Context: an optimization exercise on an open-source flow, tuned for small area, a short achievable clock period and few clock cycles per item. The choices shown serve that exercise and are no tape-out recipe.
At most, simulation tests tie the RTL to the original design; equivalence was not proved.

yarrow:
Design sgl_flit_rx, start of the top module:
module sgl_flit_rx (
  input  wire        clk,
  input  wire        rst,            
  input  wire        in_valid,
  input  wire [63:0] in_data,        
  output wire        in_ready,
  output wire        out_valid,
  output wire [63:0] out_data,       
  output wire        out_last,       
  output wire        out_pass,       
  output wire        out_fec_ok,     
  output wire [2:0]  out_corr,       
  output wire [23:0] out_corr_pos    
);
Size: roughly 4900 cells after synthesis, roughly 2400 flip-flops, ~160 I/O pins.
clock: 14.0 ns
lec_check: 0
cap_margin: 20
core_margin: 2
core_utilization: 50
slew_margin: 20
standard.sh (not shown) runs the stock make flow with config.mk's settings and CLKGATE_MAP_FILE= SYNTH_SCRIPT=/design/flow/synth_recipe.tcl, a recipe that flattens the netlist after the stock synthesis.
==> flow/flow/run.sh <==
#!/bin/bash
# The standard ORFS layout (standard.sh), with three changes to how the
# layout is made (the SDC, clock period and all constraints are unchanged):
#  - ports are buffered with buf_4 instead of the buffer ORFS picks,
#  - CTS inserts no dummy loads,
#  - repair_timing works towards a setup slack margin of 9.5 ns.
# The full make output goes to standard.log; ORFS's per-step logs are under
# orfs/logs.
set -euo pipefail
export BUFFER_PORTS_ARGS="-buffer_cell sky130_fd_sc_hd__buf_2"
export CTS_ARGS="-sink_clustering_enable -repair_clock_nets -dont_use_dummy_load -sink_clustering_size 30 -sink_clustering_max_diameter 60"
export SETUP_SLACK_MARGIN=9.6
bash standard.sh > standard.log 2>&1
Testbench counts of yarrow, summed over its fixed seeds: cycles 16,648, flits 512.
Inputs modified between yarrow and tundra:
-- flow/design.v --
<<< yarrow, line 49
  reg        ph31_q;      
  reg        ph1_q;       
  reg        ph_le29_q;   
  wire accept  = in_valid && in_rdy_q;
>>> tundra, line 49
  reg        ph31_q;      
  reg        ph1_q;       
  reg        ph30_q;      
  reg        ph_le29_q;   
  wire accept  = in_valid && in_rdy_q;
<<< yarrow, line 62
      ph31_q   <= 1'b0;
      ph1_q    <= 1'b0;
      ph_le29_q <= 1'b1;
      wcnt     <= 5'd0;
>>> tundra, line 63
      ph31_q   <= 1'b0;
      ph1_q    <= 1'b0;
      ph30_q   <= 1'b0;
      ph_le29_q <= 1'b1;
      wcnt     <= 5'd0;
<<< yarrow, line 71
      ph31_q   <= (phi_n == 5'd31);
      ph1_q    <= (phi_n == 5'd1);
      ph_le29_q <= (phi_n <= 5'd29);
      wcnt     <= wcnt_n;
>>> tundra, line 73
      ph31_q   <= (phi_n == 5'd31);
      ph1_q    <= (phi_n == 5'd1);
      ph30_q   <= (phi_n == 5'd30);
      ph_le29_q <= (phi_n <= 5'd29);
      wcnt     <= wcnt_n;
<<< yarrow, line 189
  reg  [2:0]  out_corr_q;
  reg  [63:0] crc;
  reg  [63:0] crc_d_q;                          
  wire [63:0] word_c   = rd_w ^ mask;           
  wire [63:0] crc_next;
  sgl_crc64_upd u_crc (.crc(crc), .d(crc_d_q), .q(crc_next));
  reg [2:0] corr_f;
  reg       fec_f;
>>> tundra, line 192
  reg  [2:0]  out_corr_q;
  reg  [63:0] crc;
  reg         crc_ok;
  wire [63:0] word_c   = rd_w ^ mask;           
  wire [63:0] crc_next;
  sgl_crc64_upd u_crc (.crc(crc), .d(word_c), .q(crc_next));
  reg [2:0] corr_f;
  reg       fec_f;
<<< yarrow, line 207
    if (ph_le29_q)
      out_data_q <= word_c;
    crc_d_q <= word_c;
    crc <= ph0_q ? {64{1'b1}} : crc_next;
    if (ph31_q) begin
      out_fec_q  <= fec_f;
>>> tundra, line 210
    if (ph_le29_q)
      out_data_q <= word_c;
    crc <= ph31_q ? {64{1'b1}} : crc_next;
    if (ph30_q)
      crc_ok <= ((crc ^ word_c) == {64{1'b1}});
    if (ph31_q) begin
      out_fec_q  <= fec_f;
<<< yarrow, line 222
      out_valid_q <= tx_act && ((ph_le29_q && phi != 5'd29) || ph31_q);
      out_last_q  <= tx_act && ph31_q;
      out_pass_q  <= fec_f && ((crc ^ crc_d_q) == {64{1'b1}});
    end
  end
>>> tundra, line 226
      out_valid_q <= tx_act && ((ph_le29_q && phi != 5'd29) || ph31_q);
      out_last_q  <= tx_act && ph31_q;
      out_pass_q  <= fec_f && crc_ok;
    end
  end
==> comparison <==
Delta (tundra minus yarrow): sequential area share after synthesis went down by 4.1 points, share of the clock period used by the worst path after layout went up by 5.9 points. Clock sink count (tundra vs. yarrow) decreases by a few percent. Non-clock buffer total of the final layout was lower in the run labelled yarrow. Delay of the slowest cell on the worst path in tundra is 0.06 ns lower than in yarrow. The met2 layer wire length in the routed design in tundra is 1.08 times that in yarrow. tundra: floorplan die width higher than yarrow. Looking at finished layout cell area across yarrow and tundra, the one that comes out higher is tundra. Re via total after detailed routing: yarrow was lower than tundra. Compare yarrow and tundra | count of flip-flops with a built-in enable after synthesis lower: yarrow.
For tundra, only the layout was checked, not whether the RTL still works.

---

## main
Another version of the RTL of sgl_flit_rx (not shown whole).
For scale: ~5100 cells after synthesis, about 160 I/O pins, ~71000 µm² of cells after synthesis.
Design sgl_flit_rx, start of the top module:
module sgl_flit_rx (
  input  wire        clk,
  input  wire        rst,            
  input  wire        in_valid,
  input  wire [63:0] in_data,        
  output wire        in_ready,
  output wire        out_valid,
  output wire [63:0] out_data,       
  output wire        out_last,       
  output wire        out_pass,       
  output wire        out_fec_ok,     
  output wire [2:0]  out_corr,       
  output wire [23:0] out_corr_pos    
);
==> flow/config.mk <==
export PLATFORM = sky130hd
export DESIGN_NAME = sgl_flit_rx
export DESIGN_NICKNAME = sgl_flit_rx
export VERILOG_FILES = /design/flow/design.v
export SDC_FILE = /design/flow/constraint.sdc
export NUM_CORES = 4
export LEC_CHECK = 0
export CAP_MARGIN = 20
export CORE_MARGIN = 2
export CORE_UTILIZATION = 40
export SLEW_MARGIN = 20
==> flow/constraint.sdc <==
create_clock -name core_clock -period 14.0 [get_ports {clk}]
set_input_delay 2.8000 -clock core_clock [delete_from_list [all_inputs] [get_ports {clk}]]
set_output_delay 2.8000 -clock core_clock [all_outputs]
set_load 0.01 [all_outputs]
Scripts as last shown in full above: flow/flow/run.sh
For the feature branch, these inputs were changed with respect to main:
--- a/flow/design.v
+++ b/flow/design.v
@@ -40,40 +40,43 @@
       85: alpha_m = 8'hD7;
       default: alpha_m = 8'h00;
     endcase
   endfunction
   reg  [4:0] phi;         
   reg  [4:0] wcnt;        
   reg        in_rdy_q;
   reg        tx_act;      
   reg        ph0_q;       
   reg        ph31_q;      
+  reg        ph1_q;       
   reg        ph_le29_q;   
   wire accept  = in_valid && in_rdy_q;
   wire load    = accept && (wcnt == 5'd31);    
   wire [4:0] phi_n    = (accept && wcnt == 5'd0) ? 5'd1 : phi + 5'd1;
   wire [4:0] wcnt_n   = accept ? wcnt + 5'd1 : wcnt;
   wire       tx_act_n = (phi == 5'd31) ? load : tx_act;
   wire       rdy_n    = (phi_n == wcnt_n) || (wcnt_n == 5'd0 && !tx_act_n);
   always @(posedge clk) begin
     if (rst) begin
       phi      <= 5'd0;
       ph0_q    <= 1'b1;
       ph31_q   <= 1'b0;
+      ph1_q    <= 1'b0;
       ph_le29_q <= 1'b1;
       wcnt     <= 5'd0;
       in_rdy_q <= 1'b1;
       tx_act   <= 1'b0;
     end else begin
       phi      <= phi_n;
       ph0_q    <= (phi_n == 5'd0);
       ph31_q   <= (phi_n == 5'd31);
+      ph1_q    <= (phi_n == 5'd1);
       ph_le29_q <= (phi_n <= 5'd29);
       wcnt     <= wcnt_n;
       in_rdy_q <= rdy_n;
       tx_act   <= tx_act_n;
     end
   end
   reg [2047:0] ring;
   always @(posedge clk) begin
     ring <= {ring[1983:0], in_rdy_q ? in_data : ring[2047:1984]};
   end
@@ -111,32 +114,20 @@
   integer k;
   always @(posedge clk) begin
     if (accept) begin
       for (k = 0; k < 3; k = k + 1) begin
         a0[k] <= ns0[k];
         a1[k] <= ns1[k];
         a2[k] <= ns2[k];
       end
     end
   end
-  reg [2:0] zc_q;
-  reg [2:0] cons_q;
-  always @(posedge clk) begin : chk
-    integer c, m;
-    if (ph0_q) begin
-      for (c = 0; c < 3; c = c + 1) begin
-        m = (c + 2) % 3;
-        zc_q[c]   <= (a0[m] == 8'd0) && (a1[m] == 8'd0) && ((c == 1) || (a2[m] == 8'd0));
-        cons_q[c] <= (c == 1) || (gf_mul(a0[m], a2[m]) == gf_mul(a1[m], a1[m]));
-      end
-    end
-  end
   reg  [7:0] se [0:2];
   reg  [7:0] sr [0:2];
   reg        fnd [0:2];
   reg  [7:0] fps [0:2];
   wire [4:0] s = phi;
   reg  [63:0] mask;
   reg  [2:0]  hit;
   reg  [7:0]  hpos [0:2];
   reg  [7:0]  se_w [0:2];
   reg  [7:0]  sr_w [0:2];
@@ -165,20 +156,41 @@
     integer g, m, cnt;
     for (g = 0; g < 3; g = g + 1) begin
       m   = (g + 1) % 3;
       cnt = (g == 2) ? 2 : 3;
       se[m]  <= se_w[g];
       sr[m]  <= gf_mulp(sr_w[g], cnt);
       fnd[m] <= (ph0_q ? 1'b0 : fnd[g]) | hit[g];
       fps[m] <= hit[g] ? hpos[g] : fps[g];
     end
   end
+  reg [2:0] zc_q;
+  reg [2:0] cons_q;
+  reg [7:0] s2c;
+  wire [7:0] cx = ph0_q ? a0[2] : se[0];
+  wire [7:0] cy = ph0_q ? a2[2] : s2c;
+  wire [7:0] cz = ph0_q ? a1[2] : sr[0];
+  wire       ceq = (gf_mul(cx, cy) == gf_mul(cz, cz));
+  always @(posedge clk) begin : chk
+    integer c, m;
+    if (ph0_q) begin
+      for (c = 0; c < 3; c = c + 1) begin
+        m = (c + 2) % 3;
+        zc_q[c]   <= (a0[m] == 8'd0) && (a1[m] == 8'd0) && ((c == 1) || (a2[m] == 8'd0));
+      end
+      cons_q[0] <= ceq;
+      cons_q[1] <= 1'b1;
+      s2c       <= gf_mul(a2[1], 8'hA3);    
+    end
+    if (ph1_q)
+      cons_q[2] <= ceq;
+  end
   reg  [63:0] out_data_q;
   reg         out_valid_q, out_last_q, out_pass_q, out_fec_q;
   reg  [2:0]  out_corr_q;
   reg  [63:0] crc;
   reg  [63:0] crc_d_q;                          
   wire [63:0] word_c   = rd_w ^ mask;           
   wire [63:0] crc_next;
   sgl_crc64_upd u_crc (.crc(crc), .d(crc_d_q), .q(crc_next));
   reg [2:0] corr_f;
   reg       fec_f;
Results
Delta (the feature branch minus main): routed wire length saw a decrease.
Looking at wire length per cell after detailed routing, the feature branch sits above main.
The feature branch reports a higher mean instance size in the synthesized netlist than main does.
Number of well taps: the feature branch vs main down about 1.3%
Summary: with main as the reference, first-pass GRT wire length in the feature branch moved down by a few percent.
The feature branch vs. main: global placer's final weighted congestion went up 2.2%; via count decreased by 4.5% relative to the old numbers.
Testbench counts of the feature branch, summed over its fixed seeds: cycles 16,648, flits 512.
Only the layout flow was run in main; the RTL was not checked for function there.

-- static timing again, ports no longer ideal --
In the flow no input, the clock included, has a driving cell. The finished layouts below were timed again as built, in two steps. Step 1, drivers: a clkbuf_16 drives clk and a buf_2 each remaining input, both assumed. Step 2 adds t to the input delays and takes it off the output delays; t is the mean of the earliest and latest rising clock arrival at the registers after step 1. Input paths then give back, and output paths get back, about the clock's delay inside the block. a / b / c = ideal / step 1 / step 2; a / b = the first two.
run | shift t [ns] | setup WS [ns] | clock arrival spread, ns
yarrow | 0.805 | 9.641 / 9.559 / 9.061 | 0.176 / 0.176
tundra | 0.822 | 8.815 / 8.815 / 8.815 | 0.124 / 0.124
main | 0.850 | 9.564 / 9.488 / 9.250 | 0.113 / 0.113
the feature branch | 0.840 | 9.461 / 9.380 / 9.051 | 0.110 / 0.111
After both steps setup and hold are still met in every run listed. For yarrow, which loses most, drivers alone change the setup slack by -0.082 ns; drivers and shift together by -0.580 ns.
